Source: an optimization exercise on an open RTL-to-GDS flow (aim: small area, a short achievable clock period and few clock cycles per item). Production flows keep margins and buffers that such runs may drop.
Where RTL was checked, it was by simulation tests only, not by an equivalence proof against the original.
No functional check of the RTL was part of runs 1, 2, 5 and 6.

==> flow/run.sh <==
#!/bin/bash
# Layout flow: the standard flow (standard synthesis, floorplan, placement,
# CTS, routing) unchanged, except that timing repair aims for a setup slack of
# SETUP_SLACK_MARGIN ns (from flow/margin) instead of 0 against the 12 ns clock,
# so that the tools size and buffer the design for a shorter period.
set -euo pipefail
MARGIN=$(cat flow/margin)
echo "setup margin $MARGIN" > run.log
bash standard.sh SETUP_SLACK_MARGIN="$MARGIN" finish > standard.log 2>&1
echo "done" >> run.log
==> flow/margin <==
6.5
==> standard.sh <==
#!/bin/bash
# synth_recipe.tcl (not shown) runs the flow's synth.tcl, then flattens the netlist and writes it again
# the make line also repeats each setting of config.mk as NAME=value (left out here)
make -C /OpenROAD-flow-scripts/flow DESIGN_CONFIG=/design/flow/config.mk WORK_HOME=/design/flow/orfs CLKGATE_MAP_FILE= SYNTH_SCRIPT=/design/flow/synth_recipe.tcl "${@:-finish}"
==> config.mk <==
export PLATFORM = sky130hd
export DESIGN_NAME = aes_core
export DESIGN_NICKNAME = aes_core
export VERILOG_FILES = /design/flow/design.v
export SDC_FILE = /design/flow/constraint.sdc
export NUM_CORES = 8
export LEC_CHECK = 0
export CAP_MARGIN = 30
export CORE_MARGIN = 2
export CORE_UTILIZATION = 30
export SLEW_MARGIN = 30
==> constraint.sdc <==
create_clock -name core_clock -period 12.0 [get_ports {clk}]
set_input_delay 2.4000 -clock core_clock [delete_from_list [all_inputs] [get_ports {clk}]]
set_output_delay 2.4000 -clock core_clock [all_outputs]
set_load 0.01 [all_outputs]
==> design.v <==
module aes_sbox_ed_a (
    input  wire [7:0]  a,
    input  wire        dec,
    output wire [17:0] m
);
    wire M1, M2, M3, M4, M5, M6, M7, M8, M9, M10, M11, M12, M13, M14, M15, M16, M17, M18, M19, M20, M21, M22, M23, M24, M25, M26, M27, M28, M29, M30, M31, M32, M33, M34, M35, M36, M37, M38, M39, M40, M41, M42, M43, M44, M45, M46, M47, M48, M49, M50, M51, M52, M53, M54, M55, M56, M57, M58, M59, M60, M61, M62, M63, T1, T2, T3, T4, T5, T6, T7, T8, T9, T10, T11, T12, T13, T14, T15, T16, T17, T18, T19, T20, T21, T22, T23, T24, T25, T26, T27, U0, U1, U2, U3, U4, U5, U6, U7;
    wire [7:0] ai;
    assign ai[0] = ~(a[2] ^ a[5] ^ a[7]);
    assign ai[1] = a[0] ^ a[3] ^ a[6];
    assign ai[2] = ~(a[1] ^ a[4] ^ a[7]);
    assign ai[3] = a[0] ^ a[2] ^ a[5];
    assign ai[4] = a[1] ^ a[3] ^ a[6];
    assign ai[5] = a[2] ^ a[4] ^ a[7];
    assign ai[6] = a[0] ^ a[3] ^ a[5];
    assign ai[7] = a[1] ^ a[4] ^ a[6];
    wire [7:0] u = dec ? ai : a;
    assign U0 = u[7];
    assign U1 = u[6];
    assign U2 = u[5];
    assign U3 = u[4];
    assign U4 = u[3];
    assign U5 = u[2];
    assign U6 = u[1];
    assign U7 = u[0];
    assign T1 = U0 ^ U3;
    assign T2 = U0 ^ U5;
    assign T3 = U0 ^ U6;
    assign T4 = U3 ^ U5;
    assign T5 = U4 ^ U6;
    assign T6 = T1 ^ T5;
    assign T7 = U1 ^ U2;
    assign T8 = U7 ^ T6;
    assign T9 = U7 ^ T7;
    assign T10 = T6 ^ T7;
    assign T11 = U1 ^ U5;
    assign T12 = U2 ^ U5;
    assign T13 = T3 ^ T4;
    assign T14 = T6 ^ T11;
    assign T15 = T5 ^ T11;
    assign T16 = T5 ^ T12;
    assign T17 = T9 ^ T16;
    assign T18 = U3 ^ U7;
    assign T19 = T7 ^ T18;
    assign T20 = T1 ^ T19;
    assign T21 = U6 ^ U7;
    assign T22 = T7 ^ T21;
    assign T23 = T2 ^ T22;
    assign T24 = T2 ^ T10;
    assign T25 = T20 ^ T17;
    assign T26 = T3 ^ T16;
    assign T27 = T1 ^ T12;
    assign M1 = T13 & T6;
    assign M2 = T23 & T8;
    assign M3 = T14 ^ M1;
    assign M4 = T19 & U7;
    assign M5 = M4 ^ M1;
    assign M6 = T3 & T16;
    assign M7 = T22 & T9;
    assign M8 = T26 ^ M6;
    assign M9 = T20 & T17;
    assign M10 = M9 ^ M6;
    assign M11 = T1 & T15;
    assign M12 = T4 & T27;
    assign M13 = M12 ^ M11;
    assign M14 = T2 & T10;
    assign M15 = M14 ^ M11;
    assign M16 = M3 ^ M2;
    assign M17 = M5 ^ T24;
    assign M18 = M8 ^ M7;
    assign M19 = M10 ^ M15;
    assign M20 = M16 ^ M13;
    assign M21 = M17 ^ M15;
    assign M22 = M18 ^ M13;
    assign M23 = M19 ^ T25;
    assign M24 = M22 ^ M23;
    assign M25 = M22 & M20;
    assign M26 = M21 ^ M25;
    assign M27 = M20 ^ M21;
    assign M28 = M23 ^ M25;
    assign M29 = M28 & M27;
    assign M30 = M26 & M24;
    assign M31 = M20 & M23;
    assign M32 = M27 & M31;
    assign M33 = M27 ^ M25;
    assign M34 = M21 & M22;
    assign M35 = M24 & M34;
    assign M36 = M24 ^ M25;
    assign M37 = M21 ^ M29;
    assign M38 = M32 ^ M33;
    assign M39 = M23 ^ M30;
    assign M40 = M35 ^ M36;
    assign M41 = M38 ^ M40;
    assign M42 = M37 ^ M39;
    assign M43 = M37 ^ M38;
    assign M44 = M39 ^ M40;
    assign M45 = M42 ^ M41;
    assign M46 = M44 & T6;
    assign M47 = M40 & T8;
    assign M48 = M39 & U7;
    assign M49 = M43 & T16;
    assign M50 = M38 & T9;
    assign M51 = M37 & T17;
    assign M52 = M42 & T15;
    assign M53 = M45 & T27;
    assign M54 = M41 & T10;
    assign M55 = M44 & T13;
    assign M56 = M40 & T23;
    assign M57 = M39 & T19;
    assign M58 = M43 & T3;
    assign M59 = M38 & T22;
    assign M60 = M37 & T20;
    assign M61 = M42 & T1;
    assign M62 = M45 & T4;
    assign M63 = M41 & T2;
    assign m = {M46, M47, M48, M49, M50, M51, M52, M53, M54, M55, M56, M57, M58, M59, M60, M61, M62, M63};
endmodule
module aes_sbox_ed_b (
    input  wire [17:0] m,
    input  wire        dec,
    output wire [7:0]  y
);
    wire L0, L1, L2, L3, L4, L5, L6, L7, L8, L9, L10, L11, L12, L13, L14, L15, L16, L17, L18, L19, L20, L21, L22, L23, L24, L25, L26, L27, L28, L29, M46, M47, M48, M49, M50, M51, M52, M53, M54, M55, M56, M57, M58, M59, M60, M61, M62, M63;
    assign {M46, M47, M48, M49, M50, M51, M52, M53, M54, M55, M56, M57, M58, M59, M60, M61, M62, M63} = m;
    assign L0 = M61 ^ M62;
    assign L1 = M50 ^ M56;
    assign L2 = M46 ^ M48;
    assign L3 = M47 ^ M55;
    assign L4 = M54 ^ M58;
    assign L5 = M49 ^ M61;
    assign L6 = M62 ^ L5;
    assign L7 = M46 ^ L3;
    assign L8 = M51 ^ M59;
    assign L9 = M52 ^ M53;
    assign L10 = M53 ^ L4;
    assign L11 = M60 ^ L2;
    assign L12 = M48 ^ M51;
    assign L13 = M50 ^ L0;
    assign L14 = M52 ^ M61;
    assign L15 = M55 ^ L1;
    assign L16 = M56 ^ L0;
    assign L17 = M57 ^ L1;
    assign L18 = M58 ^ L8;
    assign L19 = M63 ^ L4;
    assign L20 = L0 ^ L1;
    assign L21 = L1 ^ L7;
    assign L22 = L3 ^ L12;
    assign L23 = L18 ^ L2;
    assign L24 = L15 ^ L9;
    assign L25 = L6 ^ L10;
    assign L26 = L7 ^ L9;
    assign L27 = L8 ^ L10;
    assign L28 = L11 ^ L14;
    assign L29 = L11 ^ L17;
    wire [7:0] yf;
    assign yf[7] = L6 ^ L24;
    assign yf[6] = ~(L16 ^ L26);
    assign yf[5] = ~(L19 ^ L28);
    assign yf[4] = L6 ^ L21;
    assign yf[3] = L20 ^ L22;
    assign yf[2] = L25 ^ L29;
    assign yf[1] = ~(L13 ^ L27);
    assign yf[0] = ~(L6 ^ L23);
    wire [7:0] yi;
    assign yi[7] = M49 ^ M51 ^ M52 ^ M54 ^ M58 ^ M59 ^ M61 ^ M62;
    assign yi[6] = M47 ^ M48 ^ M49 ^ M50 ^ M52 ^ M54 ^ M55 ^ M56 ^ M59 ^ M60 ^ M61 ^ M63;
    assign yi[5] = M47 ^ M48 ^ M49 ^ M50 ^ M52 ^ M54 ^ M56 ^ M57 ^ M58 ^ M60 ^ M61 ^ M62;
    assign yi[4] = M46 ^ M48 ^ M52 ^ M54 ^ M58 ^ M59 ^ M61 ^ M62;
    assign yi[3] = M46 ^ M48 ^ M50 ^ M51 ^ M52 ^ M53 ^ M56 ^ M57 ^ M58 ^ M59 ^ M61 ^ M63;
    assign yi[2] = M46 ^ M47 ^ M50 ^ M51 ^ M52 ^ M54 ^ M58 ^ M59 ^ M61 ^ M62;
    assign yi[1] = M49 ^ M50 ^ M52 ^ M53 ^ M58 ^ M59 ^ M61 ^ M62;
    assign yi[0] = M55 ^ M57 ^ M61 ^ M63;
    assign y = dec ? yi : yf;
endmodule
module aes_sbox_f_a (
    input  wire [7:0]  a,
    output wire [17:0] m
);
    wire M1, M2, M3, M4, M5, M6, M7, M8, M9, M10, M11, M12, M13, M14, M15, M16, M17, M18, M19, M20, M21, M22, M23, M24, M25, M26, M27, M28, M29, M30, M31, M32, M33, M34, M35, M36, M37, M38, M39, M40, M41, M42, M43, M44, M45, M46, M47, M48, M49, M50, M51, M52, M53, M54, M55, M56, M57, M58, M59, M60, M61, M62, M63, T1, T2, T3, T4, T5, T6, T7, T8, T9, T10, T11, T12, T13, T14, T15, T16, T17, T18, T19, T20, T21, T22, T23, T24, T25, T26, T27, U0, U1, U2, U3, U4, U5, U6, U7;
    wire [7:0] u = a;
    assign U0 = u[7];
    assign U1 = u[6];
    assign U2 = u[5];
    assign U3 = u[4];
    assign U4 = u[3];
    assign U5 = u[2];
    assign U6 = u[1];
    assign U7 = u[0];
    assign T1 = U0 ^ U3;
    assign T2 = U0 ^ U5;
    assign T3 = U0 ^ U6;
    assign T4 = U3 ^ U5;
    assign T5 = U4 ^ U6;
    assign T6 = T1 ^ T5;
    assign T7 = U1 ^ U2;
    assign T8 = U7 ^ T6;
    assign T9 = U7 ^ T7;
    assign T10 = T6 ^ T7;
    assign T11 = U1 ^ U5;
    assign T12 = U2 ^ U5;
    assign T13 = T3 ^ T4;
    assign T14 = T6 ^ T11;
    assign T15 = T5 ^ T11;
    assign T16 = T5 ^ T12;
    assign T17 = T9 ^ T16;
    assign T18 = U3 ^ U7;
    assign T19 = T7 ^ T18;
    assign T20 = T1 ^ T19;
    assign T21 = U6 ^ U7;
    assign T22 = T7 ^ T21;
    assign T23 = T2 ^ T22;
    assign T24 = T2 ^ T10;
    assign T25 = T20 ^ T17;
    assign T26 = T3 ^ T16;
    assign T27 = T1 ^ T12;
    assign M1 = T13 & T6;
    assign M2 = T23 & T8;
    assign M3 = T14 ^ M1;
    assign M4 = T19 & U7;
    assign M5 = M4 ^ M1;
    assign M6 = T3 & T16;
    assign M7 = T22 & T9;
    assign M8 = T26 ^ M6;
    assign M9 = T20 & T17;
    assign M10 = M9 ^ M6;
    assign M11 = T1 & T15;
    assign M12 = T4 & T27;
    assign M13 = M12 ^ M11;
    assign M14 = T2 & T10;
    assign M15 = M14 ^ M11;
    assign M16 = M3 ^ M2;
    assign M17 = M5 ^ T24;
    assign M18 = M8 ^ M7;
    assign M19 = M10 ^ M15;
    assign M20 = M16 ^ M13;
    assign M21 = M17 ^ M15;
    assign M22 = M18 ^ M13;
    assign M23 = M19 ^ T25;
    assign M24 = M22 ^ M23;
    assign M25 = M22 & M20;
    assign M26 = M21 ^ M25;
    assign M27 = M20 ^ M21;
    assign M28 = M23 ^ M25;
    assign M29 = M28 & M27;
    assign M30 = M26 & M24;
    assign M31 = M20 & M23;
    assign M32 = M27 & M31;
    assign M33 = M27 ^ M25;
    assign M34 = M21 & M22;
    assign M35 = M24 & M34;
    assign M36 = M24 ^ M25;
    assign M37 = M21 ^ M29;
    assign M38 = M32 ^ M33;
    assign M39 = M23 ^ M30;
    assign M40 = M35 ^ M36;
    assign M41 = M38 ^ M40;
    assign M42 = M37 ^ M39;
    assign M43 = M37 ^ M38;
    assign M44 = M39 ^ M40;
    assign M45 = M42 ^ M41;
    assign M46 = M44 & T6;
    assign M47 = M40 & T8;
    assign M48 = M39 & U7;
    assign M49 = M43 & T16;
    assign M50 = M38 & T9;
    assign M51 = M37 & T17;
    assign M52 = M42 & T15;
    assign M53 = M45 & T27;
    assign M54 = M41 & T10;
    assign M55 = M44 & T13;
    assign M56 = M40 & T23;
    assign M57 = M39 & T19;
    assign M58 = M43 & T3;
    assign M59 = M38 & T22;
    assign M60 = M37 & T20;
    assign M61 = M42 & T1;
    assign M62 = M45 & T4;
    assign M63 = M41 & T2;
    assign m = {M46, M47, M48, M49, M50, M51, M52, M53, M54, M55, M56, M57, M58, M59, M60, M61, M62, M63};
endmodule
module aes_sbox_f_b (
    input  wire [17:0] m,
    output wire [7:0]  y
);
    wire L0, L1, L2, L3, L4, L5, L6, L7, L8, L9, L10, L11, L12, L13, L14, L15, L16, L17, L18, L19, L20, L21, L22, L23, L24, L25, L26, L27, L28, L29, M46, M47, M48, M49, M50, M51, M52, M53, M54, M55, M56, M57, M58, M59, M60, M61, M62, M63;
    assign {M46, M47, M48, M49, M50, M51, M52, M53, M54, M55, M56, M57, M58, M59, M60, M61, M62, M63} = m;
    assign L0 = M61 ^ M62;
    assign L1 = M50 ^ M56;
    assign L2 = M46 ^ M48;
    assign L3 = M47 ^ M55;
    assign L4 = M54 ^ M58;
    assign L5 = M49 ^ M61;
    assign L6 = M62 ^ L5;
    assign L7 = M46 ^ L3;
    assign L8 = M51 ^ M59;
    assign L9 = M52 ^ M53;
    assign L10 = M53 ^ L4;
    assign L11 = M60 ^ L2;
    assign L12 = M48 ^ M51;
    assign L13 = M50 ^ L0;
    assign L14 = M52 ^ M61;
    assign L15 = M55 ^ L1;
    assign L16 = M56 ^ L0;
    assign L17 = M57 ^ L1;
    assign L18 = M58 ^ L8;
    assign L19 = M63 ^ L4;
    assign L20 = L0 ^ L1;
    assign L21 = L1 ^ L7;
    assign L22 = L3 ^ L12;
    assign L23 = L18 ^ L2;
    assign L24 = L15 ^ L9;
    assign L25 = L6 ^ L10;
    assign L26 = L7 ^ L9;
    assign L27 = L8 ^ L10;
    assign L28 = L11 ^ L14;
    assign L29 = L11 ^ L17;
    wire [7:0] yf;
    assign yf[7] = L6 ^ L24;
    assign yf[6] = ~(L16 ^ L26);
    assign yf[5] = ~(L19 ^ L28);
    assign yf[4] = L6 ^ L21;
    assign yf[3] = L20 ^ L22;
    assign yf[2] = L25 ^ L29;
    assign yf[1] = ~(L13 ^ L27);
    assign yf[0] = ~(L6 ^ L23);
    assign y = yf;
endmodule
module aes_core (
    input  wire         clk,
    input  wire         rst,          
    input  wire         key_load,     
    input  wire         key_len256,   
    input  wire [255:0] key_in,
    input  wire         start,        
    input  wire         decrypt,      
    input  wire [127:0] din,
    output wire         ready,
    output reg          done,         
    output wire [127:0] dout
);
    localparam integer SW = 18;       
    localparam integer KW = 18;       
    function automatic [7:0] xtime(input [7:0] b);
        xtime = {b[6:0], 1'b0} ^ (b[7] ? 8'h1b : 8'h00);
    endfunction
    function automatic [31:0] mix_col(input [31:0] c);
        reg [7:0] a0, a1, a2, a3, t;
        begin
            a0 = c[31:24]; a1 = c[23:16]; a2 = c[15:8]; a3 = c[7:0];
            t = a0 ^ a1 ^ a2 ^ a3;
            mix_col[31:24] = a0 ^ t ^ xtime(a0 ^ a1);
            mix_col[23:16] = a1 ^ t ^ xtime(a1 ^ a2);
            mix_col[15:8]  = a2 ^ t ^ xtime(a2 ^ a3);
            mix_col[7:0]   = a3 ^ t ^ xtime(a3 ^ a0);
        end
    endfunction
    function automatic [31:0] pre_inv(input [31:0] c);
        reg [7:0] a0, a1, a2, a3, u, v;
        begin
            a0 = c[31:24]; a1 = c[23:16]; a2 = c[15:8]; a3 = c[7:0];
            u = xtime(xtime(a0 ^ a2));
            v = xtime(xtime(a1 ^ a3));
            pre_inv = {a0 ^ u, a1 ^ v, a2 ^ u, a3 ^ v};
        end
    endfunction
    function automatic [7:0] rcon_of(input [3:0] i);
        case (i)
            4'd1:    rcon_of = 8'h01;
            4'd2:    rcon_of = 8'h02;
            4'd3:    rcon_of = 8'h04;
            4'd4:    rcon_of = 8'h08;
            4'd5:    rcon_of = 8'h10;
            4'd6:    rcon_of = 8'h20;
            4'd7:    rcon_of = 8'h40;
            4'd8:    rcon_of = 8'h80;
            4'd9:    rcon_of = 8'h1b;
            4'd10:   rcon_of = 8'h36;
            default: rcon_of = 8'h00;
        endcase
    endfunction
    reg  [255:0] k0;           
    reg  [255:0] klast;        
    reg          kl_valid;     
    reg          cur_k256;     
    reg          sreg;         
    reg          preg;         
    reg          dreg;
    reg  [127:0] din_r;
    reg          ready_r;
    reg  [127:0] dout_r;
    reg          v0, d0, k2560, x0, p0, c0;
    reg  [3:0]   r0;
    reg  [127:0] s0;
    reg  [255:0] w0;
    reg          v1, d1, k2561, x1, p1, c1, l1;
    reg          kdec1, krot1, dnl1;
    reg  [3:0]   r1;
    reg  [7:0]   rcon1;
    reg  [16*SW-1:0] m1;
    reg  [255:0] w1;
    reg  [KW*4-1:0]  km1;
    assign dout  = dout_r;
    assign ready = ready_r;
    wire [127:0] sh;           
    wire [16*SW-1:0] m_a;
    genvar gi;
    generate
        for (gi = 0; gi < 16; gi = gi + 1) begin : g_a
            localparam integer R  = gi % 4;
            localparam integer C  = gi / 4;
            localparam integer FW = 4 * ((C + R) % 4) + R;       
            localparam integer BW = 4 * ((C + 4 - R) % 4) + R;   
            assign sh[127 - 8*gi -: 8] = d0 ? s0[127 - 8*BW -: 8] : s0[127 - 8*FW -: 8];
            aes_sbox_ed_a u_sa (
                .a   (sh[127 - 8*gi -: 8]),
                .dec (d0),
                .m   (m_a[SW*gi +: SW])
            );
        end
    endgenerate
    wire        kdec_a = d0 && !x0;                  
    wire [31:0] ks_in  = w0[31:0] ^ ((kdec_a && !k2560) ? w0[63:32] : 32'h0);
    wire [KW*4-1:0] km_a;
    generate
        for (gi = 0; gi < 4; gi = gi + 1) begin : g_ka
            aes_sbox_f_a u_ka (
                .a (ks_in[31 - 8*gi -: 8]),
                .m (km_a[KW*gi +: KW])
            );
        end
    endgenerate
    wire [3:0] r_next = r0 + 4'd1;
    wire       l_next = (r_next == (k2560 ? 4'd14 : 4'd10));
    wire       krot_a = !k2560 || r_next[0];
    reg  [3:0] rci;
    always @(*) begin
        case ({k2560, kdec_a})
            2'b00:   rci = r_next + 4'd1;                 
            2'b10:   rci = (r_next + 4'd1) >> 1;          
            2'b01:   rci = 4'd10 - r_next;                
            default: rci = (4'd15 - r_next) >> 1;         
        endcase
    end
    wire [31:0] ksub;
    generate
        for (gi = 0; gi < 4; gi = gi + 1) begin : g_kb
            aes_sbox_f_b u_kb (
                .m (km1[KW*gi +: KW]),
                .y (ksub[31 - 8*gi -: 8])
            );
        end
    endgenerate
    wire [31:0]  kg = krot1 ? ({ksub[23:0], ksub[31:24]} ^ {rcon1, 24'h0}) : ksub;
    wire [127:0] ka = k2561 ? w1[255:128] : w1[127:0];
    wire [31:0]  ka0 = ka[127:96], ka1 = ka[95:64], ka2 = ka[63:32], ka3 = ka[31:0];
    wire [127:0] kn = kdec1 ? {ka0 ^ kg, ka1 ^ ka0, ka2 ^ ka1, ka3 ^ ka2}
                            : {ka0 ^ kg, ka0 ^ ka1 ^ kg, ka0 ^ ka1 ^ ka2 ^ kg, ka0 ^ ka1 ^ ka2 ^ ka3 ^ kg};
    wire [255:0] wn = {w1[127:0], kn};
    wire [127:0] rk = w1[127:0];               
    wire [127:0] sb;
    generate
        for (gi = 0; gi < 16; gi = gi + 1) begin : g_b
            aes_sbox_ed_b u_sb (
                .m   (m1[SW*gi +: SW]),
                .dec (d1),
                .y   (sb[127 - 8*gi -: 8])
            );
        end
    endgenerate
    wire [127:0] t  = d1 ? (sb ^ rk) : sb;
    wire [127:0] tp, tm;
    generate
        for (gi = 0; gi < 4; gi = gi + 1) begin : g_mix
            assign tp[127 - 32*gi -: 32] = pre_inv(t[127 - 32*gi -: 32]);
        end
    endgenerate
    wire [127:0] u  = dnl1 ? tp : t;
    generate
        for (gi = 0; gi < 4; gi = gi + 1) begin : g_mix2
            assign tm[127 - 32*gi -: 32] = mix_col(u[127 - 32*gi -: 32]);
        end
    endgenerate
    wire [127:0] vv = l1 ? u : tm;
    wire [127:0] y  = d1 ? vv : (vv ^ rk);
    wire fin      = v1 && l1 && !p1;             
    wire res      = fin && !x1;                  
    wire expdone  = fin && x1;                   
    wire prepdone = v1 && p1;                    
    wire park     = sreg && dreg && !kl_valid;   
    wire acc_k    = key_load && ready_r && !rst;
    wire acc_s    = start && ready_r && !rst;
    wire clr_cap  = acc_k || park;
    wire capture  = res && !d1 && c1 && !clr_cap;
    wire [255:0] kl_new = {w1[127:0], w1[255:128]};
    wire [255:0] wnew = (dreg && kl_valid) ? klast : k0;
    reg          v0n, d0n, k0n, x0n, p0n, c0n;
    reg  [3:0]   r0n;
    always @(*) begin
        if (sreg) begin
            v0n = 1'b1; d0n = dreg; k0n = cur_k256; x0n = park; p0n = 1'b0;
            c0n = !dreg && !kl_valid && !acc_k; r0n = 4'd0;
        end else if (preg) begin
            v0n = 1'b1; d0n = 1'b0; k0n = 1'b0; x0n = 1'b0; p0n = 1'b1;
            c0n = 1'b0; r0n = 4'd15;
        end else if (expdone) begin
            v0n = 1'b1; d0n = 1'b1; k0n = k2561; x0n = 1'b0; p0n = 1'b0;
            c0n = 1'b0; r0n = 4'd0;
        end else begin
            v0n = v1 && !l1 && !p1; d0n = d1; k0n = k2561; x0n = x1; p0n = p1;
            c0n = c1 && !clr_cap; r0n = r1;
        end
        if (rst) v0n = 1'b0;
    end
    wire v1n   = v0 && !rst;
    wire sregn = acc_s;
    wire pregn = acc_k && !key_len256;
    wire klvn  = !(rst || acc_k || park) && (kl_valid || capture || expdone);
    wire k256n = acc_k ? key_len256 : cur_k256;
    wire [3:0] rnn   = r0n + 4'd1;
    wire slotfree_n  = !v0n || ((rnn == (k0n ? 4'd14 : 4'd10)) && !x0n && !p0n);
    wire pend_n      = (v0n && x0n) || (v1n && x0);
    wire park_n      = sregn && decrypt && !klvn;
    wire prep_n      = pregn || (v0n && p0n);
    wire order_n     = v1n && !l_next && (k2560 != k256n);
    always @(posedge clk) begin
        sreg    <= sregn;
        preg    <= pregn;
        dreg    <= decrypt;
        din_r   <= din;
        ready_r <= slotfree_n && !pend_n && !park_n && !prep_n && !order_n;
        if (acc_k) begin
            k0       <= key_len256 ? key_in : {key_in[255:128], key_in[255:128]};
            cur_k256 <= key_len256;
        end else if (prepdone) begin
            k0[127:0] <= kn;
        end
        kl_valid <= klvn;
        v1    <= v1n;
        d1    <= d0;
        k2561 <= k2560;
        x1    <= x0;
        p1    <= p0;
        c1    <= c0 && !clr_cap;
        r1    <= r_next;
        l1    <= l_next;
        kdec1 <= kdec_a;
        krot1 <= krot_a;
        rcon1 <= rcon_of(rci);
        dnl1  <= d0 && !l_next;
        m1    <= m_a;
        km1   <= km_a;
        w1    <= w0;
        dout_r <= y;
        done   <= res && !rst;
        v0     <= v0n;
        d0     <= d0n;
        k2560  <= k0n;
        x0     <= x0n;
        p0     <= p0n;
        c0     <= c0n;
        r0     <= r0n;
        if (sreg) begin
            s0 <= din_r ^ wnew[255:128];
            w0 <= wnew;
        end else if (preg) begin
            w0 <= k0;
        end else if (expdone) begin
            s0 <= klast[127:0] ^ rk;
            w0 <= kl_new;
        end else begin
            s0 <= y;
            w0 <= wn;
        end
        if (park) begin
            klast[127:0] <= din_r;
        end else if (capture || expdone) begin
            klast <= kl_new;
        end
    end
endmodule
==> impl_metrics.yaml, run 1 <==
setup_path:
  required_ns: 12.63
  crit_arrival_ns: 6.25
  critPathKind: "flop to flop"
  end_kind: "flop"
  start_kind: "flop"
  critPathMaxFanout: 43
yosys:
  yosys.area.top_type: "dfxtp_1"
  synth.area.top_cells: "dfxtp_1 (20%), edfxtp_1 (17%), xnor2_1 (17%)"
  yosysSeqAreaShare_pct: 37.36
  synthCells: 11180
  synth_warnings: 1
  ys_types: 89
  yosys.cell_count.top_type: "xnor2_1"
  ys_ff_latch: 1807
  syn_nets: 11620
  synth_top_cells_by_count: "xnor2_1 (2162), dfxtp_1 (1167), nand2_1 (1001), nor2_1 (806), xor2_1 (802)"
  avgSynthCellArea_sq_um: 10.19
  synth_area_sq_um: 114000
  synth-edff-count: 640
  yosys_most_used_dff: "dfxtp_1"
  synthArstFlopShare_pct: 0
  synth_top_area_share_pct: 20.50
placement:
  io_buffers: 519
  place.detailed.hpwl_um: 374900
  globalplace.congestion: 0.9864
  dpl_cell_area_sq_um: 124800
sta:
  min_period_ns: 5.620
  timing.fmax_ghz: 0.1779
  setup_viol: 0
  worst_pin_slew_ns: 1.174
  setup-tns-final_ns: 0
  hold_slack_ns: 0.2891
  finalCritPeriodShare_pct: 46.83
  rsz0062_at_grt: "yes"
  slew_headroom_pct: 21.05
  drv_slew: 0
  finalHoldViolCount: 0
  fin_worst_skew_ns: 0.08950
floorplanning:
  dieArea_sq_um: 384800
  start_util_pct: 30.10
  io_pins: 520
  core_region_area_sq_um: 378600
  num_rows: 226
  die_height_um: 620.3
  chipWidth_um: 620.3
route:
  via_count: 85020
  met2WireLength_um: 208200
  wl_um: 479700
  met1_length_um: 195000
  wl_per_cell_um: 28.77
  antenna_left: 0
  met3WireLength_um: 37800
  remaining_drc_errors: 0
  topRoutingLayerUsed: "met5"
  vias_per_cell: 5.099
  drt_iter0_drc: 9452
  firstDrtPassIters: 8
clock_network:
  numCtsBuffers: 210
  ctsHoldBuffers: 0
  clock_path_buffers: 4
  clk_latency_ns: 0.95
  cts.sinks: 1807
  clk_pin_slew_ns: 0.07
  cts_root_buffer: "clkbuf_16"
  cts_tree: "yes"
  htree_num_levels: 4
cells_and_area:
  fin_area_sq_um: 132500
  syn_to_final_growth_pct: 16.28
  fin_util_pct: 35.00
  drive_above_1_share_pct: 8.008
  nNetsFinal: 11870
worst_hold_path:
  worstHoldPathType: "flop to flop"
global_routing:
  grt_pass1_vias: 79880
  grt_max_degree: 174
  grt_use_total_pct: 24.07
  grt_pass1_wl_um: 650600
  overflow: 0
  antenna_found_initial: 62
outcome:
  status: "no timing/DRC/antenna violations"
job:
  cap_violations: 0
logic make-up (layout without fill, tap and decap cells):
kind of cell             Yosys count  count (layout)  synth area share (%)
other                              0              46                     0
buffers and inverters            775            1204                 2.699
XOR/XNOR                        3505            3505                 33.25
AO/OA/AOI/OAI                   1849            1849                 10.05
adder cells (fa/ha/maj)           49              49                0.5336
flip-flops                      1807            1807                 37.36
multiplexers                     687             687                 6.309
AND/OR/NAND/NOR                 2512            2512                 9.797
critical path: stages (launching register included):
cell and delay (ns):
dfxtp_4 0.62, buf_4 0.53, buf_6 0.47, mux2i_1 0.20, xnor2_2 0.47, xor2_2 0.34
xnor3_1 0.44, xor3_1 0.40, nand2_1 0.12, xnor2_2 0.42, xor3_1 0.52, o21ai_0 0.56
nand2_1 0.12
sequential cells by signal, summed over array words and instances, names as in the netlist, 4 cells and up:
| register | cells |
|---|---|
| rcon1 | 8 |
| k0 | 256 |
| w0 | 256 |
| klast | 256 |
| s0 | 128 |
| dout_r | 128 |
| w1 | 256 |
| r1 | 4 |
| r0 | 4 |
| din_r | 128 |
| m1 | 288 |
| km1 | 72 |
metal layers:
metal	vias up	track usage [%]
met5	-	0
met4	16	16.59
met3	786	4.342
met2	3713	36.73
met1	41880	30.85
li1	38620	-
cell type report:
cell class	instances	area (sq um)
Fill cell	37990	246100
Multi-Input combinational cell	8602	68920
Antenna cell	46	115.1
Clock buffer	281	5917
Tap cell	5016	6276
Clock inverter	109	1364
Timing Repair Buffer	716	6914
Sequential cell	1807	42610
Inverter	98	387.9
final timing paths:
| kind | start | to | slack [ns] | depth (start not counted) |
|---|---|---|---|---|
| worst max register to register | d1 | s0[84] | 6.38 | 12 |
| worst min register to register | w0[207] | w1[207] | 0.29 | 0 |
| worst max-delay path | d1 | s0[84] | 6.38 | 12 |
| worst min-delay path | w0[207] | w1[207] | 0.29 | 0 |
metrics by stage:
stage,setup WS (ns),instances
after CTS,6.330,16630
after global placement,6.168,16240
after global routing,6.373,16660
after detailed placement,6.174,16240
final,6.380,16680
after floorplan,6.701,11180
what timing repair did:
action | CTS | global route
hold endpoints to repair | 0 | 0
gates resized for setup | 5 | 17
setup buffers | 1 | 1
setup endpoints to repair | 31 | 84
layout by cell type, fill, tap and decap left out, types with 28 or more instances in the layout:
cell type,instances
o22ai_1,35
nor2_1,804
nand2_1,998
xor3_1,131
ha_1,47
a31oi_1,100
edfxtp_1,640
diode_2,46
inv_1,92
o21ai_0,336
mux2_2,156
xor2_1,791
a221oi_1,72
clkbuf_8,31
xnor3_1,312
dfxtp_1,1156
a211oi_1,443
clkinv_2,28
xnor2_1,2121
a21oi_1,608
o21ai_1,52
nor2b_1,414
xor2_2,46
nand2b_1,51
clkbuf_16,214
buf_4,176
mux2i_1,505
and2_1,41
clkdlybuf4s50_1,518
clkbuf_1,36
xnor2_2,83
nor3_1,74
==> run 2: changes to the inputs <==
==> flow/margin (replaced) <==
8
==> run 2 against run 1 <==
  * Still clean on timing, DRC and antenna
  * Final cell count up 8.0%
  * Clock-buffer cell count up 7
  * Fmax up 26%
  * Core utilization up 7.2 points
  * Via count up 12%
  * Die area unchanged
  * Sequential cell count unchanged
  * Non-clock buffer count up 1318
  * Critical path type unchanged
  * Highest routed layer unchanged
==> impl_metrics.yaml, run 2 <==
yosys:
  ys_ff_latch: 1807
  syn_nets: 11620
  yosys_most_used_dff: "dfxtp_1"
  synth_top_cells_by_count: "xnor2_1 (2162), dfxtp_1 (1167), nand2_1 (1001), nor2_1 (806), xor2_1 (802)"
  synth-edff-count: 640
  avgSynthCellArea_sq_um: 10.19
  synth_warnings: 1
  synth.area.top_cells: "dfxtp_1 (20%), edfxtp_1 (17%), xnor2_1 (17%)"
  ys_types: 89
  synthCells: 11180
  synth_area_sq_um: 114000
  synthArstFlopShare_pct: 0
  yosys.cell_count.top_type: "xnor2_1"
  synth_top_area_share_pct: 20.50
  yosys.area.top_type: "dfxtp_1"
  yosysSeqAreaShare_pct: 37.36
sta:
  timing.fmax_ghz: 0.2239
  finalCritPeriodShare_pct: 37.21
  setup_viol: 0
  min_period_ns: 4.466
  slew_headroom_pct: 24.63
  fin_worst_skew_ns: 0.1442
  setup-tns-final_ns: 0
  drv_slew: 0
  worst_pin_slew_ns: 1.130
  rsz0062_at_grt: "yes"
  finalHoldViolCount: 0
route:
  met2WireLength_um: 227500
  antenna_left: 0
  firstDrtPassIters: 6
  topRoutingLayerUsed: "met5"
  vias_per_cell: 5.269
  remaining_drc_errors: 0
  wl_um: 536000
  via_count: 94890
  drt_iter0_drc: 11490
  met1_length_um: 198200
  met3WireLength_um: 50550
  wl_per_cell_um: 29.77
job:
  cap_violations: 0
floorplanning:
  start_util_pct: 30.10
  dieArea_sq_um: 384800
  die_height_um: 620.3
  core_region_area_sq_um: 378600
  io_pins: 520
  chipWidth_um: 620.3
  num_rows: 226
cells_and_area:
  fillers: 34600
  largest_register: "m1"
  largest_register_ff_count: 288
  ff_latch_area_sq_um: 43120
  multi_input_area_sq_um: 83680
  drive_above_1_share_pct: 31.18
  final_common_cell: "xnor2_1"
  nNetsFinal: 13200
  syn_to_final_growth_pct: 40.17
  layout_common_cells: "xnor2_1 (1529), buf_4 (1214), dfxtp_1 (926)"
  fin_util_pct: 42.19
setup_path:
  max_stage_delay_ns: 0.54
  critPathKind: "flop to flop"
  required_ns: 12.67
  crit_arrival_ns: 5.14
  slowest_stage: "xnor3_1"
  start_kind: "flop"
  path_delay_family: "XOR/XNOR gates"
  reg2reg_slack_ns: 7.53
  crit_chain: "xnor3_1 -> xnor3_2 -> xnor2_2 -> mux2i_2 -> xnor2_4 -> buf_6 -> xnor2_2 -> nand2_2 -> xor2_4 -> buf_6 -> xnor3_1 -> xnor2_2 -> xnor2_1 -> o21ai_1 -> nand2_1"
  crit_top_cell: "xnor2_2"
  cp_num_buf_inv: 2
  critPathMaxFanout: 3
  end_kind: "flop"
global_routing:
  antenna_found_initial: 55
  grt_max_degree: 152
  grt_pass1_wl_um: 695200
  overflow: 0
  grt_pass1_vias: 86400
  grt_use_total_pct: 25.78
clock_network:
  htree_num_levels: 4
  cts.sinks: 1807
  clk_latency_ns: 1.01
  ctsHoldBuffers: 0
  numCtsBuffers: 207
  clk_pin_slew_ns: 0.07
  clock_path_buffers: 4
  cts_tree: "yes"
  cts_root_buffer: "clkbuf_16"
outcome:
  status: "no timing/DRC/antenna violations"
placement:
  globalplace.congestion: 0.9953
  io_buffers: 519
  place.detailed.hpwl_um: 379600
worst_hold_path:
  worstHoldPathType: "flop to flop"
[run 2: logic make-up (layout without fill, tap and decap cells)]
group                    Yosys count  count (layout)  synth area share [%]
multiplexers                     687             687                 6.309
AND/OR/NAND/NOR                 2512            2514                 9.797
AO/OA/AOI/OAI                   1849            1849                 10.05
XOR/XNOR                        3505            3509                 33.25
other                              0              63                     0
flip-flops                      1807            1807                 37.36
adder cells (fa/ha/maj)           49              49                0.5336
buffers and inverters            775            2514                 2.699
[run 2: final cells by class]
| class | count | share of cell area [%] |
|---|---|---|
| inverter | 98 | 0.2647 |
| antenna | 63 | 0.09869 |
| timing repair buffer | 2034 | 12.03 |
| multi-input combinational | 8608 | 52.38 |
| clock inverter | 91 | 0.5264 |
| timing repair inverter | 3 | 0.01958 |
| sequential | 1807 | 26.99 |
| tap | 5016 | 3.929 |
| clock buffer | 288 | 3.762 |
[run 2: metal layers]
metal	track usage, %	up-vias
li1	-	41110
met1	32.20	46690
met2	38.33	5571
met3	4.812	1501
met4	22.07	16
met5	0	-
[run 2: final timing paths]
path           start      end  depth (start not counted)
max          m1[195]   s0[35]                         15
min          w0[211]  w1[211]                          0
max reg2reg  m1[195]   s0[35]                         15
min reg2reg  w0[211]  w1[211]                          0
[run 2: through the flow]
step / instance area (sq um) / setup slack [ns] / hold WS, ns / cells
floorplan: 114400 / 6.837 / 0.3096 / 11180
global placement: 124900 / 5.626 / 0.3095 / 16250
detailed placement: 125100 / 5.568 / 0.3120 / 16250
CTS: 148100 / 7.794 / 0.2569 / 17340
global route: 159700 / 7.496 / 0.2659 / 17980
finish: 159700 / 7.534 / 0.2385 / 18010
[run 2: timing repair]
action,in CTS,in global routing
gates cloned,20,14
pin swaps,466,614
setup buffers,691,593
endpoints found under the setup margin,1281,770
gates resized for setup,1953,1112
hold endpoints to repair,0,0
==> run 3: changes to the inputs <==
--- a/design.v
+++ b/design.v
@@ -562,6 +562,7 @@
             s0 <= din_r ^ wnew[255:128];
             w0 <= wnew;
         end else if (preg) begin
+            s0 <= y;
             w0 <= k0;
         end else if (expdone) begin
             s0 <= klast[127:0] ^ rk;
==> run 3 against run 2 <==
  * Fmax up 1.2%
  * Critical path depth is 6 lower
  * Routed wire length decreased by 1.5%
  * Register-to-register slack improved by 0.05 ns
  * Largest cell class unchanged
  * Synthesized cell count fell by 0.90%
  * Via count shrank 1.8%
  * Clock skew fell by 0.066 ns
  * Critical endpoint is now s0[12]
  * Still clean on timing, DRC and antenna
  * Core utilization rose by 1.0 points
  * Final cell count fell by 1.2%
==> impl_metrics.yaml, run 3 <==
job:
  cap_violations: 0
setup_path:
  crit_chain: "and3_2 -> buf_6 -> nand2b_4 -> buf_4 -> nand2_1 -> o22ai_1 -> o21ai_0 -> o221ai_1 -> o21ai_2"
  start_kind: "flop"
  slowest_stage: "dfxtp_4"
  path_delay_family: "simple AND/OR/NAND/NOR gates"
  max_stage_delay_ns: 0.67
  required_ns: 12.77
  end_kind: "flop"
  crit_arrival_ns: 5.19
  reg2reg_depth: 9
  critPathKind: "flop to flop"
  critPathMaxFanout: 72
  cp_num_buf_inv: 2
  worstSetupPathDepth: 9
sta:
  finalHoldViolCount: 0
  timing.fmax_ghz: 0.2265
  rsz0062_at_grt: "yes"
  worst_pin_slew_ns: 1.296
  drv_slew: 0
  fin_worst_skew_ns: 0.07846
  setup_slack_ns: 7.585
  min_period_ns: 4.415
  slew_headroom_pct: 13.41
  finalCritPeriodShare_pct: 36.79
  setup_viol: 0
  setup-tns-final_ns: 0
yosys:
  ys_ff_latch: 1807
  synth_area_sq_um: 110100
  synth_top_cells_by_count: "xnor2_1 (2310), dfxtp_1 (1295), nand2_1 (1243), xor2_1 (776), nor2_1 (656)"
  yosys.cell_count.top_type: "xnor2_1"
  synth_top_area_share_pct: 23.55
  synthArstFlopShare_pct: 0
  synth_warnings: 1
  synth.area.top_cells: "dfxtp_1 (24%), xnor2_1 (18%), edfxtp_1 (14%)"
  yosysSeqAreaShare_pct: 37.51
  yosys_most_used_dff: "dfxtp_1"
  avgSynthCellArea_sq_um: 9.934
  synthCells: 11080
  syn_nets: 11520
  ys_types: 100
  yosys.area.top_type: "dfxtp_1"
  synth-edff-count: 512
floorplanning:
  num_rows: 222
  dieArea_sq_um: 371900
  chipWidth_um: 609.8
  core_region_area_sq_um: 365500
  start_util_pct: 30.12
  die_height_um: 609.8
  io_pins: 520
route:
  vias_per_cell: 5.237
  wl_per_cell_um: 29.67
  drt_iter0_drc: 12100
  wl_um: 528200
  antenna_left: 0
  remaining_drc_errors: 0
  firstDrtPassIters: 8
  via_count: 93220
outcome:
  status: "no timing/DRC/antenna violations"
global_routing:
  antenna_found_initial: 86
  grt_use_total_pct: 26.03
  grt_max_degree: 184
  grt_pass1_vias: 84560
  overflow: 0
  grt_pass1_wl_um: 680700
cells_and_area:
  drive_above_1_share_pct: 32.46
  largest_register_ff_count: 288
  syn_to_final_growth_pct: 43.51
  layout_common_cells: "xnor2_1 (1582), buf_4 (1211), nand2_1 (1140)"
  largest_register: "m1"
  final_common_cell: "xnor2_1"
  nNetsFinal: 13180
clock_network:
  cts.sinks: 1807
  htree_num_levels: 4
  clk_latency_ns: 0.92
  cts_root_buffer: "clkbuf_16"
  cts_tree: "yes"
  ctsHoldBuffers: 0
  clock_path_buffers: 4
  numCtsBuffers: 202
  clk_pin_slew_ns: 0.07
worst_hold_path:
  worstHoldPathType: "flop to flop"
  whs_path_depth: 0
placement:
  globalplace.congestion: 1.004
  place.detailed.hpwl_um: 367300
  place_ws_ns: 5.223
  io_buffers: 519
==> run 3: cell type report <==
cell class / instances / area (sq um)
inverter: 106 / 455.4
fill: 33280 / 207500
clock inverter: 95 / 1057
clock buffer: 274 / 5727
timing repair buffer: 2075 / 19710
multi-input combinational: 8547 / 83010
sequential: 1807 / 41800
timing repair inverter: 2 / 22.52
tap: 4816 / 6026
antenna: 78 / 195.2
==> run 3: worst reg2reg max path: cells and delay by family, from the launching register on <==
kind	cells	cell delay, ns
and+or+nand+nor	3	1.47
buffers and inverters	2	1.27
AOI/OAI and AO/OA	4	0.84
DFF	1	0.67
==> run 3: cell families after synthesis <==
family,Yosys count,synth area share (%)
fa+ha+maj,50,0.5614
buf+inv,733,2.699
simple gates,2600,10.50
mux,672,6.294
flops,1807,37.51
xor+xnor,3534,33.23
compound gates,1687,9.197
==> run 3: repair_timing <==
item,4_1_cts,5_1_grt
pin swaps,531,784
gates cloned,27,6
endpoints found under the setup margin,1424,568
resized for setup,1942,1402
buffers inserted,693,629
==> run 3: worst paths after layout <==
check / from / slack, ns / endpoint
worst max-delay path: l1 / 7.59 / s0[12]
worst min-delay path: w0[177] / 0.29 / w1[177]
worst max register to register: l1 / 7.59 / s0[12]
worst min register to register: w0[177] / 0.29 / w1[177]
==> run 3: routing by layer <==
layer | GRT usage, % | routed length (um) | up-vias
met5 | 0 | 222 | -
met4 | 22.72 | 58720 | 32
met3 | 5.013 | 51330 | 1619
met2 | 38.53 | 224200 | 5602
met1 | 32.38 | 193700 | 45650
li1 | - | - | 40310
==> run 3: metrics by stage <==
stage	utilization, %	hold WS (ns)	cells	area (sq um)
floorplan	-	0.3096	11080	110300
global placement	33.02	0.3095	16000	120700
detailed placement	33.09	0.3121	16000	121000
CTS	39.56	0.2922	17090	144600
global route	43.21	0.3042	17780	157900
finish	43.22	0.2862	17800	158000
Testbench counts of run 3, summed over its fixed seeds: cycles 10,301, blocks 768.
==> run 4: changes to the inputs <==
--- a/config.mk
+++ b/config.mk
@@ -7,5 +7,5 @@
 export LEC_CHECK = 0
 export CAP_MARGIN = 30
 export CORE_MARGIN = 2
-export CORE_UTILIZATION = 30
+export CORE_UTILIZATION = 50
 export SLEW_MARGIN = 30
==> run 4 against run 3 <==
  * Still clean on timing, DRC and antenna
  * Global-route usage is 16 points higher
  * Clock-buffer cell count is 5 higher
==> impl_metrics.yaml, run 4 <==
worst_hold_path:
  worstHoldPathType: "flop to flop"
cells_and_area:
  syn_to_final_growth_pct: 38.31
  nNetsFinal: 12990
  fin_util_pct: 69.44
  largest_register_ff_count: 288
  drive_above_1_share_pct: 30.69
  layout_common_cells: "xnor2_1 (1589), nand2_1 (1152), buf_4 (1093)"
  largest_register: "m1"
  final_common_cell: "xnor2_1"
  finalNonFillerCells: 15620
floorplanning:
  io_pins: 520
  die_height_um: 473.2
  chipWidth_um: 473.2
  num_rows: 172
  core_region_area_sq_um: 219300
  dieArea_sq_um: 224000
  start_util_pct: 50.20
route:
  wl_um: 505100
  vias_per_cell: 5.934
  remaining_drc_errors: 0
  drt_iter0_drc: 12460
  firstDrtPassIters: 7
  wl_per_cell_um: 32.34
  via_count: 92700
  antenna_left: 0
setup_path:
  max_stage_delay_ns: 0.54
  reg2reg_slack_ns: 7.64
  reg2reg_to: "s0[9]"
  cp_num_buf_inv: 1
  crit_arrival_ns: 5.13
  crit_start: "m1[267]"
  reg2reg_depth: 15
  cp-endpoint: "s0[9]"
  start_kind: "flop"
  rr_startpoint: "m1[267]"
  required_ns: 12.76
  worstSetupPathDepth: 15
  slowest_stage: "xor3_1"
  end_kind: "flop"
  critPathMaxFanout: 5
  path_delay_family: "XOR/XNOR gates"
  critPathKind: "flop to flop"
  crit_chain: "xnor3_2 -> xnor3_2 -> buf_6 -> xnor2_4 -> mux2i_4 -> xnor2_4 -> xnor2_2 -> nand2_2 -> xor2_4 -> xnor2_2 -> xor3_1 -> mux2i_4 -> xor2_2 -> o21ai_1 -> o21ai_1"
yosys:
  synth_top_area_share_pct: 23.55
  yosys.area_share.adder_pct: 0.5614
  synth_top_cells_by_count: "xnor2_1 (2310), dfxtp_1 (1295), nand2_1 (1243), xor2_1 (776), nor2_1 (656)"
  yosys_most_used_dff: "dfxtp_1"
  ys_ff_latch: 1807
  synthSimpleGateAreaFrac_pct: 10.50
  avgSynthCellArea_sq_um: 9.934
  ys_types: 100
  yosys.cell_count.top_type: "xnor2_1"
  synth_area_sq_um: 110100
  synthArstFlopShare_pct: 0
  yosysSeqAreaShare_pct: 37.51
  synth.area.top_cells: "dfxtp_1 (24%), xnor2_1 (18%), edfxtp_1 (14%)"
  synth_top_family_by_area: "XOR/XNOR gates"
  muxShareOfSynthArea_pct: 6.294
  yosys.area_share.xor_xnor_pct: 33.23
  synth-edff-count: 512
  synth-compound-area-share_pct: 9.197
  synth_warnings: 1
  yosys.area.top_type: "dfxtp_1"
  synthCells: 11080
  syn_nets: 11520
clock_network:
  htree_num_levels: 4
  numCtsBuffers: 196
  cts_tree: "yes"
  clk_pin_slew_ns: 0.06
  cts_root_buffer: "clkbuf_16"
  cts.sinks: 1807
  clk_latency_ns: 0.90
  clock_path_buffers: 3
  ctsHoldBuffers: 0
global_routing:
  grt_pass1_vias: 84840
  grt_max_degree: 138
  grt_pass1_wl_um: 655400
  grt_use_total_pct: 41.65
  antenna_found_initial: 69
  overflow: 0
sta:
  setup_viol: 0
  slew_headroom_pct: 17.55
  fin_worst_skew_ns: 0.07572
  drv_slew: 0
  worst_pin_slew_ns: 1.229
  finalHoldViolCount: 0
  rsz0062_at_grt: "yes"
  timing.fmax_ghz: 0.2291
  min_period_ns: 4.364
  setup-tns-final_ns: 0
  finalCritPeriodShare_pct: 36.37
placement:
  place.detailed.hpwl_um: 353000
  globalplace.congestion: 1.034
  dpl.cell_count: 14040
  io_buffers: 519
job:
  cap_violations: 0
outcome:
  status: "no timing/DRC/antenna violations"
## run 4: changes by cell type in the layout (fill, tap and decap cells not counted), sizes merged
| cell | before | now |
|---|---|---|
| nand2 | 1253 | 1255 |
| clkinvlp | 14 | 13 |
| bufbuf | 7 | 8 |
| inv | 127 | 111 |
| clkbuf | 279 | 288 |
| clkdlybuf4s50 | 387 | 388 |
| xnor2 | 2402 | 2401 |
| clkinv | 45 | 61 |
| buf | 1546 | 1355 |
| clkdlybuf4s15 | 23 | 9 |
| diode | 78 | 24 |
| dlygate4sd2 | 107 | 121 |
## run 4: metrics by stage
step	hold slack (ns)	setup WS, ns	instance area (sq um)
6_report	0.3181	7.636	152300
5_1_grt	0.3273	7.568	152200
4_1_cts	0.3192	7.800	140000
3_5_place_dp	0.3121	5.842	118400
3_3_place_gp	0.3097	5.907	118200
2_1_floorplan	0.3096	6.895	110300
## run 4: what timing repair did
| item | in CTS | in global routing |
|---|---|---|
| cloned | 19 | 11 |
| setup endpoints to repair | 1187 | 890 |
| resized for setup | 1800 | 1270 |
| setup buffers | 570 | 584 |
| pin swaps | 487 | 702 |
## run 4: worst register-to-register path, stage by stage (launching register included)
cell and delay (ns):
dfxtp_2 0.34, xnor3_2 0.45, xnor3_2 0.45, buf_6 0.15, xnor2_4 0.15, mux2i_4 0.30
xnor2_4 0.22, xnor2_2 0.16, nand2_2 0.15, xor2_4 0.24, xnor2_2 0.32, xor3_1 0.55
mux2i_4 0.27, xor2_2 0.21, o21ai_1 0.08, o21ai_1 0.23
## run 4: cell families after synthesis
group,count (synthesis)
xor gates and xnor gates,3534
AOI/OAI and AO/OA,1687
DFF,1807
adders and majority gates,50
buffers and inverters,733
and+or+nand+nor,2600
muxes,672
## run 4: worst min path at each step
| stage | start | endpoint | cells after the start |
|---|---|---|---|
| 3_5_place_dp | w0[116] | w1[116] | 0 |
| 6_report | w0[224] | w1[224] | 0 |
| 3_3_place_gp | w0[111] | w1[111] | 0 |
| 5_1_grt | w0[86] | w1[86] | 0 |
| 4_1_cts | w0[224] | w1[224] | 0 |
| 2_1_floorplan | p0 | p1 | 0 |
## run 4: final cells by class
class,instances,area (sq um)
multi-input cells,8548,81650
fillers,15770,67020
flip-flops and latches,1807,41870
repair buffers,1890,17700
clock buffers,279,5692
well taps,2871,3592
clock inverters,93,1221
inverters,106,461.7
diodes,24,60.06
repair inverters,3,31.28
## run 4: routing by layer
layer	track usage [%]	wire length [um]	vias to the layer above
li1	-	-	39840
met1	56.43	191000	45480
met2	58.46	206600	5881
met3	12.34	66430	1458
met4	24.85	40900	34
met5	0	221	-
==> run 5: changes to the inputs <==
--- a/design.v
+++ b/design.v
@@ -388,6 +388,8 @@
     reg          ready_r;
     reg  [127:0] dout_r;
     reg          v0, d0, k2560, x0, p0, c0;
+    reg  [3:0]   dc0;
+    reg          kd1280;
     reg  [3:0]   r0;
     reg  [127:0] s0;
     reg  [255:0] w0;
@@ -409,16 +411,16 @@
             localparam integer C  = gi / 4;
             localparam integer FW = 4 * ((C + R) % 4) + R;       
             localparam integer BW = 4 * ((C + 4 - R) % 4) + R;   
-            assign sh[127 - 8*gi -: 8] = d0 ? s0[127 - 8*BW -: 8] : s0[127 - 8*FW -: 8];
+            assign sh[127 - 8*gi -: 8] = dc0[C] ? s0[127 - 8*BW -: 8] : s0[127 - 8*FW -: 8];
             aes_sbox_ed_a u_sa (
                 .a   (sh[127 - 8*gi -: 8]),
-                .dec (d0),
+                .dec (dc0[C]),
                 .m   (m_a[SW*gi +: SW])
             );
         end
     endgenerate
     wire        kdec_a = d0 && !x0;                  
-    wire [31:0] ks_in  = w0[31:0] ^ ((kdec_a && !k2560) ? w0[63:32] : 32'h0);
+    wire [31:0] ks_in  = w0[31:0] ^ (kd1280 ? w0[63:32] : 32'h0);
     wire [KW*4-1:0] km_a;
     generate
         for (gi = 0; gi < 4; gi = gi + 1) begin : g_ka
@@ -553,6 +555,8 @@
         done   <= res && !rst;
         v0     <= v0n;
         d0     <= d0n;
+        dc0    <= {d0n & v0n, d0n | !v0n, d0n ^ !v0n, d0n};
+        kd1280 <= d0n && !x0n && !k0n;
         k2560  <= k0n;
         x0     <= x0n;
         p0     <= p0n;
==> run 5 against run 4 <==
  * Still clean
  * First-iteration DRC count is 1.1% lower
  * Area after synthesis is 0.73% lower
  * Die area is 0.73% lower
  * Routed wire length is 0.56% lower
  * Fmax hardly changed
  * Worst hold slack worse by 0.029 ns
  * Core utilization is 3.0 points lower
  * Clock skew is 0.011 ns higher
  * Non-clock buffer count is 406 lower
  * Global-route usage is 0.95 points higher
  * Critical endpoint is now dout_r[113]
  * Highest routed layer unchanged
==> impl_metrics.yaml, run 5 <==
outcome:
  status: "no timing/DRC/antenna violations"
clock_network:
  cts_tree: "yes"
  htree_num_levels: 4
  clk_latency_ns: 0.92
  clk_pin_slew_ns: 0.08
  clock_path_buffers: 3
  ctsHoldBuffers: 0
  cts_root_buffer: "clkbuf_16"
  cts.sinks: 1811
  numCtsBuffers: 198
placement:
  place_ws_ns: 5.846
  place.detailed.hpwl_um: 368400
  dpl_cell_area_sq_um: 117500
  io_buffers: 519
  globalplace.congestion: 1.055
  dpl.cell_count: 14100
setup_path:
  reg2reg_to: "dout_r[113]"
  crit_start: "m1[7]"
  end_kind: "flop"
  rr_startpoint: "m1[7]"
  required_ns: 12.74
  critPathMaxFanout: 4
  reg2reg_depth: 19
  start_kind: "flop"
  reg2reg_slack_ns: 7.63
  crit_arrival_ns: 5.11
  critPathKind: "flop to flop"
job:
  cap_violations: 0
sta:
  drv_slew: 0
  slew_headroom_pct: 18.81
  setup_slack_ns: 7.633
  fin_worst_skew_ns: 0.08647
  finalCritPeriodShare_pct: 36.39
  rsz0062_at_grt: "yes"
  min_period_ns: 4.367
  worst_pin_slew_ns: 1.215
  timing.fmax_ghz: 0.2290
  finalHoldViolCount: 0
  setup-tns-final_ns: 0
  setup_viol: 0
  hold_slack_ns: 0.2896
worst_hold_path:
  min-delay-start: "w0[70]"
  worstHoldPathType: "flop to flop"
  hold_end: "w1[70]"
  whs_path_depth: 0
global_routing:
  antenna_found_initial: 47
  grt_max_degree: 158
  overflow: 0
  grt_pass1_wl_um: 662600
  met3_usage_pct: 11.73
  grt.met1_usage_pct: 58.03
  grt.busiest_layer: "met2"
  grt_use_total_pct: 42.60
  grt_pass1_vias: 83630
  use_met2_pct: 58.75
cells_and_area:
  final_common_cell: "xnor2_1"
  finalNonFillerCells: 15290
  multi_input_area_sq_um: 77210
  fillers: 16770
  ff_latch_area_sq_um: 42030
  fin_area_sq_um: 144300
  fin_util_pct: 66.44
  drive_above_1_share_pct: 24.67
  largest_register: "m1"
  largest_register_ff_count: 288
  nNetsFinal: 12670
  layout_common_cells: "xnor2_1 (1757), nand2_1 (1259), dfxtp_1 (989)"
  syn_to_final_growth_pct: 32.02
floorplanning:
  die_height_um: 471.5
  core_region_area_sq_um: 217200
  chipWidth_um: 471.5
  dieArea_sq_um: 222300
  io_pins: 520
  num_rows: 171
  start_util_pct: 50.32
yosys:
  synth.area.top_cells: "dfxtp_1 (24%), xnor2_1 (19%), edfxtp_1 (14%)"
  ys_ff_latch: 1811
  synthArstFlopShare_pct: 0
  yosys_most_used_dff: "dfxtp_1"
  ys_types: 86
  synthCells: 11170
  synth-edff-count: 512
  synth_top_area_share_pct: 23.80
  synth_warnings: 1
  avgSynthCellArea_sq_um: 9.786
  synth_top_cells_by_count: "xnor2_1 (2351), dfxtp_1 (1299), nand2_1 (1293), xor2_1 (851), nor2_1 (714)"
  yosys.cell_count.top_type: "xnor2_1"
  yosys.area.top_type: "dfxtp_1"
  synth_area_sq_um: 109300
  syn_nets: 11610
  yosysSeqAreaShare_pct: 37.86
route:
  wl_um: 502300
  vias_per_cell: 5.952
  via_count: 91020
  antenna_left: 0
  remaining_drc_errors: 0
  drt_iter0_drc: 12320
  firstDrtPassIters: 6
  wl_per_cell_um: 32.85
[run 5: cell types whose count changed in the layout (fill, tap and decap cells not counted), moves of 43 or more]
| cell | before | now |
|---|---|---|
| xor2_1 | 500 | 603 |
| buf_4 | 1093 | 795 |
| xnor2_4 | 238 | 169 |
| xnor2_1 | 1589 | 1757 |
| buf_6 | 151 | 63 |
| nand2_2 | 72 | 21 |
| xnor2_2 | 574 | 478 |
| nor2_1 | 599 | 697 |
| nand2_1 | 1152 | 1259 |
| a21oi_1 | 464 | 513 |
| dfxtp_1 | 1032 | 989 |
[run 5: area by class of cell]
| type | count | share of cell area (%) |
|---|---|---|
| multi-input cells | 8633 | 53.52 |
| flip-flops and latches | 1811 | 29.13 |
| repair buffers | 1484 | 9.720 |
| clock buffers | 273 | 3.883 |
| well taps | 2854 | 2.475 |
| clock inverters | 104 | 0.9123 |
| inverters | 102 | 0.2914 |
| diodes | 29 | 0.05030 |
| repair inverters | 3 | 0.01734 |
[run 5: cell families (layout without fill, tap and decap cells)]
family	after synthesis	count (layout)	synth area share [%]
adders and majority gates	50	50	0.5701
xor gates and xnor gates	3569	3571	32.93
muxes	647	647	6.100
AOI/OAI and AO/OA	1706	1706	9.327
buffers and inverters	731	1966	2.645
other	0	29	0
DFF	1811	1811	37.86
and+or+nand+nor	2654	2659	10.56
[run 5: worst max-delay path by stage]
stage	slack [ns]	depth (start not counted)	end
2_1_floorplan	6.90	4	klast[128]
3_3_place_gp	5.79	14	s0[46]
3_5_place_dp	5.85	7	klast[244]
4_1_cts	7.83	14	s0[125]
5_1_grt	7.57	18	dout_r[113]
6_report	7.63	19	dout_r[113]
[run 5: repair_timing]
| action | in CTS | in global routing |
|---|---|---|
| setup buffers | 397 | 355 |
| gates cloned | 19 | 11 |
| pin swaps | 273 | 384 |
| resized for setup | 1568 | 858 |
| setup endpoints to repair | 1260 | 691 |
| hold endpoints to repair | 0 | 0 |
[run 5: routing by layer]
layer / part of all wire [%] / wire (um)
met4: 8.6 / 43440
met5: 0.023 / 116
met3: 13 / 62900
met1: 39 / 194800
met2: 40 / 201000
[run 5: worst max-delay path, cell delays in order, from the launching register on]
cell and delay (ns):
dfxtp_4 0.37, xnor3_2 0.43, buf_4 0.17, xnor2_4 0.14, buf_4 0.16, xnor2_4 0.18
mux2i_4 0.10, buf_12 0.17, xnor2_4 0.26, buf_4 0.19, xnor2_4 0.15, nand2_4 0.18
xor2_4 0.36, buf_4 0.20, xnor2_4 0.08, xnor2_2 0.36, xnor2_2 0.20, buf_4 0.16
mux2i_2 0.06, xnor2_1 0.31
==> run 6: changes to the inputs <==
==> flow/margin (replaced) <==
8.5
==> run 6 against run 5 <==
  * Worst hold slack better by 0.0060 ns
  * Die area is the same
  * Area after synthesis unchanged
  * Global-route usage is 1.9 points higher
  * Largest cell class unchanged
==> impl_metrics.yaml, run 6 <==
outcome:
  status: "no timing/DRC/antenna violations"
route:
  vias_per_cell: 5.992
  via_count: 96450
  wl_um: 538600
  firstDrtPassIters: 9
worst_hold_path:
  min-delay-start: "w0[243]"
  worstHoldPathType: "flop to flop"
  hold_end: "w1[243]"
sta:
  drv_slew: 0
  setup_viol: 0
  slew_headroom_pct: 17.42
  worst_pin_slew_ns: 1.230
  finalHoldViolCount: 0
  min_period_ns: 4.439
  setup-tns-final_ns: 0
  finalCritPeriodShare_pct: 36.99
  rsz0062_at_grt: "yes"
  timing.fmax_ghz: 0.2253
yosys:
  yosysSeqAreaShare_pct: 37.86
  ys_types: 86
  avgSynthCellArea_sq_um: 9.786
  synth_warnings: 1
  synthCells: 11170
  synth.area.top_cells: "dfxtp_1 (24%), xnor2_1 (19%), edfxtp_1 (14%)"
  yosys_most_used_dff: "dfxtp_1"
  syn_nets: 11610
global_routing:
  grt_use_total_pct: 44.52
  antenna_found_initial: 44
  grt_max_degree: 152
  grt_pass1_vias: 89020
  overflow: 0
  grt_pass1_wl_um: 693500
floorplanning:
  dieArea_sq_um: 222300
  chipWidth_um: 471.5
  num_rows: 171
  io_pins: 520
  die_height_um: 471.5
clock_network:
  clk_latency_ns: 0.93
  clk_pin_slew_ns: 0.07
  numCtsBuffers: 195
  clock_path_buffers: 3
  ctsHoldBuffers: 0
  htree_num_levels: 4
  cts.sinks: 1811
cells_and_area:
  syn_to_final_growth_pct: 48.50
  ff_latch_area_sq_um: 42590
  largest_register: "m1"
  fillers: 14070
  nNetsFinal: 13490
  multi_input_area_sq_um: 86320
  final_common_cell: "xnor2_1"
  fin_util_pct: 74.73
  drive_above_1_share_pct: 38.82
placement:
  place.detailed.hpwl_um: 365300
  io_buffers: 519
  globalplace.congestion: 1.050
setup_path:
  critPathKind: "flop to flop"
  rr_startpoint: "m1[272]"
  reg2reg_slack_ns: 7.56
  reg2reg_depth: 16
  required_ns: 12.75
  crit_start: "m1[272]"
  critPathMaxFanout: 4
  crit_arrival_ns: 5.19
job:
  cap_violations: 0
run 6: logic make-up after synthesis:
logic type | Yosys count | synth area share (%)
compound gates | 1706 | 9.327
xor+xnor | 3569 | 32.93
fa+ha+maj | 50 | 0.5701
buf+inv | 731 | 2.645
flops | 1811 | 37.86
mux | 647 | 6.100
simple gates | 2654 | 10.56
run 6: how the worst max path moves through the flow:
| stage | slack, ns | to |
|---|---|---|
| floorplan | 6.90 | klast[128] |
| global placement | 6.14 | k0[65] |
| detailed placement | 6.08 | k0[65] |
| CTS | 7.77 | s0[52] |
| global route | 7.57 | s0[8] |
| finish | 7.56 | s0[8] |
run 6: what timing repair did:
item / 4_1_cts / 5_1_grt
resized for setup: 3028 / 1540
hold endpoints to repair: 0 / 0
setup buffers: 900 / 648
pin swaps: 656 / 949
setup endpoints to repair: 1440 / 1026
gates cloned: 50 / 7
run 6: cell type report:
| class | instances | share of cell area, % |
|---|---|---|
| Multi-Input combinational cell | 8641 | 53.19 |
| Sequential cell | 1811 | 26.24 |
| Timing Repair Buffer | 2292 | 13.85 |
| Clock buffer | 264 | 3.398 |
| Tap cell | 2854 | 2.200 |
| Clock inverter | 106 | 0.7995 |
| Inverter | 102 | 0.2614 |
| Antenna cell | 22 | 0.03392 |
| Timing Repair inverter | 4 | 0.02082 |
run 6: metrics by stage:
| step | cells | instance area (sq um) | worst slack, ns | hold WS [ns] |
|---|---|---|---|---|
| 5_1_grt | 16080 | 162300 | 7.574 | 0.3025 |
| 3_3_place_gp | 14100 | 120000 | 6.142 | 0.3097 |
| 6_report | 16100 | 162300 | 7.561 | 0.2956 |
| 2_1_floorplan | 11170 | 112500 | 6.896 | 0.3096 |
| 4_1_cts | 15420 | 148200 | 7.769 | 0.2918 |
| 3_5_place_dp | 14100 | 120100 | 6.078 | 0.3121 |
run 6: worst max-delay path, stage by stage (launching register included):
cell,delay [ns]
dfxtp_4,0.37
xor3_2,0.46
xnor3_2,0.47
xnor2_4,0.25
mux2i_4,0.13
a211oi_2,0.26
o21ai_4,0.11
xnor2_2,0.30
buf_4,0.17
buf_4,0.12
xnor3_2,0.37
xnor2_1,0.22
nor2_1,0.24
xor2_2,0.19
buf_6,0.15
a21oi_2,0.07
o21ai_4,0.37
run 6: per-layer routing:
| metal | up-vias | track usage (%) | wire length (um) |
|---|---|---|---|
| li1 | 40860 | - | - |
| met1 | 47770 | 58.67 | 200000 |
| met2 | 6255 | 61.80 | 219200 |
| met3 | 1546 | 14.92 | 71310 |
| met4 | 27 | 29.61 | 47780 |
| met5 | - | 0 | 309 |

-- static timing again, ports no longer ideal --
No port has a modelled driver above. Below, the same layouts with a new extraction and two added sets of constraints. Step 1, drivers: a clkbuf_16 drives clk and a buf_2 each remaining input, both assumed. Step 2 times the ports against the registers' clock, not the clock port: input delays grow and output delays shrink by t, the midpoint of the rising clock arrivals with the driver on. a / b / c = no drivers / after step 1 / after step 2; a / b = the first two.
run	shift t [ns]	setup WS [ns]	worst hold slack (ns)	latest minus earliest clock arrival (ns)
run 1	1.011	6.380 / 6.380 / 6.037	0.289 / 0.289 / 0.289	0.090 / 0.090
run 2	1.042	7.534 / 7.534 / 7.018	0.239 / 0.239 / 0.239	0.149 / 0.149
run 3	0.989	7.585 / 7.585 / 7.076	0.286 / 0.286 / 0.286	0.080 / 0.080
run 4	0.968	7.636 / 7.636 / 7.141	0.318 / 0.318 / 0.318	0.077 / 0.076
run 5	0.978	7.633 / 7.633 / 7.091	0.290 / 0.290 / 0.290	0.093 / 0.093
run 6	0.992	7.561 / 7.561 / 7.561	0.296 / 0.296 / 0.296	0.084 / 0.084
After both steps every run listed still meets setup and hold. For run 5, which loses most, drivers alone change the setup slack by 0.000 ns; drivers and shift together by -0.542 ns.
